From an optimization exercise on the open Yosys and OpenROAD flow, aimed at small area; shortcuts taken in it are not production practice.

== the previous run ==
// graft_core
module graft_core (
    input  wire         clk,
    input  wire         rst,             
    input  wire         start,           
    input  wire         op,              
    input  wire         erase,           
    input  wire [255:0] root_key,
    input  wire         root_256,        
    input  wire [7:0]   kind,
    input  wire [63:0]  eui,
    input  wire [7:0]   epoch_rec,       
    input  wire [1:0]   epoch_sc,        
    input  wire         epoch_resolve,   
    output wire         busy,
    output wire         done,
    output wire         nokey,
    output wire [127:0] key_out
);
  function [7:0] xtime;
    input [7:0] b;
    xtime = {b[6:0], 1'b0} ^ (b[7] ? 8'h1b : 8'h00);
  endfunction
  function [6:0] slot_flags;
    input [4:0] r;
    input       k256;
    reg   [4:0] r0;
    begin
      r0 = k256 ? 5'd0 : 5'd4;
      slot_flags = {r >= r0 && r <= 5'd14,
                    r == r0,
                    r == 5'd14,
                    r == r0,
                    k256 && r == 5'd1,
                    !k256 || !r[0],
                    r == 5'd19};
    end
  endfunction
  reg         busy_r;
  reg         done_r;
  reg         op_r;
  reg         nokey_pend;   
  reg         k1_valid;
  reg         klen;         
  reg [4:0]   oh;           
  reg [4:0]   rd;           
  reg         f_aes, f_first, f_last, f_plo, f_phi, f_rot, f_fin;
  reg [39:0]  row0;         
  reg [31:0]  row1;
  reg [31:0]  row2;
  reg [31:0]  row3;
  reg [319:0] kreg;         
  reg [127:0] k1r;          
  reg [1:0]   kph;          
  reg [3:0]   ksel;         
  assign busy  = busy_r;
  assign done  = done_r;
  assign nokey = nokey_pend;
  wire ph0    = oh[0];
  wire ccyc   = f_aes && !ph0;                 
  wire finish = busy_r && f_fin && ph0;        
  wire accept = start && !busy_r;
  wire [31:0] kw0 = kreg[31:0];
  wire [31:0] kw5 = kreg[191:160];
  wire [31:0] kw8 = kreg[287:256];
  ...
Settings: LEC_CHECK=0, CAP_MARGIN=20, CORE_MARGIN=2, CORE_UTILIZATION=40, GPL_ROUTABILITY_DRIVEN=1, PLACE_DENSITY_LB_ADDON=0.1, SLEW_MARGIN=20; clock period 9.0 ns.
standard.sh (not shown) runs the stock make flow with config.mk's settings and CLKGATE_MAP_FILE= SYNTH_SCRIPT=/design/flow/synth_recipe.tcl, a recipe that flattens the netlist after the stock synthesis.
==> flow/flow/run.sh <==
#!/bin/bash
# Layout flow: the standard ORFS flow (standard.sh) with two changes:
#  - synthesis maps logic with an area-oriented ABC script (flow/abc_area.script)
#    instead of ORFS's delay-oriented one; everything else in the synthesis
#    script (synth_recipe.tcl, hence the registers) is unchanged;
#  - every input and output port still gets a buffer, a buf_1 instead of the
#    clkdlybuf4s50_1 that buffer_ports picks by default;
#  - clock tree synthesis clusters up to 20 flip-flops (60 um across) per
#    clkbuf_8 and inserts no dummy loads.
# Each tool writes its full log under orfs/logs/ (ORFS), and this script's
# own output goes to flow_run.log.
set -euo pipefail
W=$(pwd)
exec > >(tee -a "$W/flow_run.log") 2>&1

{
  echo 'proc abc {args} {'
  echo '  set i [lsearch -exact $args -script]'
  echo "  if {\$i >= 0} { lset args [expr {\$i + 1}] $W/flow/abc_area.script }"
  echo '  yosys abc {*}$args'
  echo '}'
  cat "$W/synth_recipe.tcl"
} > "$W/synth_area.tcl"

sed -e "s#SYNTH_SCRIPT=[^ ]*#SYNTH_SCRIPT=$W/synth_area.tcl BUFFER_PORTS_ARGS='-buffer_cell sky130_fd_sc_hd__buf_1' GPL_KEEP_OVERFLOW='0' CTS_ARGS='-sink_clustering_enable -repair_clock_nets -dont_use_dummy_load -sink_clustering_size 20 -sink_clustering_max_diameter 60 -buf_list {sky130_fd_sc_hd__clkbuf_8}'#" \
    "$W/standard.sh" > "$W/standard_area.sh"
grep -n 'make ' "$W/standard_area.sh"
bash "$W/standard_area.sh" > "$W/standard_area.log" 2>&1
echo "flow done"
==> flow/flow/abc_area.script <==
strash
dch -f
amap
Changes in the current run relative to the previous run:
-- flow/flow/run.sh --
<<< the previous run, line 24

sed -e "s#SYNTH_SCRIPT=[^ ]*#SYNTH_SCRIPT=$W/synth_area.tcl BUFFER_PORTS_ARGS='-buffer_cell sky130_fd_sc_hd__buf_1' GPL_KEEP_OVERFLOW='0' CTS_ARGS='-sink_clustering_enable -repair_clock_nets -dont_use_dummy_load -sink_clustering_size 20 -sink_clustering_max_diameter 60 -buf_list {sky130_fd_sc_hd__clkbuf_8}'#" \
    "$W/standard.sh" > "$W/standard_area.sh"
>>> the current run, line 24

sed -e "s#SYNTH_SCRIPT=[^ ]*#SYNTH_SCRIPT=$W/synth_area.tcl BUFFER_PORTS_ARGS='-buffer_cell sky130_fd_sc_hd__buf_1' CTS_ARGS='-sink_clustering_enable -repair_clock_nets -dont_use_dummy_load -sink_clustering_size 20 -sink_clustering_max_diameter 60 -buf_list {sky130_fd_sc_hd__clkbuf_8}'#" \
    "$W/standard.sh" > "$W/standard_area.sh"
==> flow/flow/abc_area.script <==
strash
dch -f
amap
strash
dch -f
amap
The current run | stages: all done | timing, DRC, antenna: all pass. Post-route minimum period is lower on the current run. The current run ends up with a via count that is about 2% lower than in the previous run. The current run vs the previous run, combined area of the multi-input logic cells went down by 0.0010 sq mm. Startpoint of the most critical setup path: oh[0] -> the current run, f_rot -> the previous run. The current run reports a higher total of plain and repair buffers excluding clock buffers than the previous run does. Headroom to the max-slew limit came out higher on the current run than on the previous run.
Function was not checked in any run of this note: the RTL went through the layout flow alone.

-- static timing again, ports no longer ideal --
The results above use ideal ports. As a check the final layouts listed here were re-extracted and re-timed, cells and wires unchanged.
Step 1 (the two cells are an assumption about what drives the block):
set clk [get_ports {clk}]
set_driving_cell -lib_cell sky130_fd_sc_hd__clkbuf_16 $clk
set_driving_cell -lib_cell sky130_fd_sc_hd__buf_2 [delete_from_list [all_inputs] $clk]
Step 2 moves the port delays by t, midway between the first and last clock arrival at a register: inputs arrive t later, outputs are due t later. That takes back most of the time a late clock gives input paths.
Slacks: ideal ports / drivers / drivers and shift; pairs: ideal ports / drivers.
| run | t (ns) | setup slack, ns | worst hold slack (ns) | slew at the worst register clock pin (ns) | cell pins on the clock port's net |
|---|---|---|---|---|---|
| the previous run | 0.686 | 0.306 / 0.306 / 0.306 | 0.294 / 0.294 / 0.294 | 0.12 / 0.12 | 1 |
| the current run | 0.686 | 0.557 / 0.557 / 0.557 | 0.262 / 0.262 / 0.262 | 0.12 / 0.12 | 1 |
After both steps every run listed still meets setup and hold.
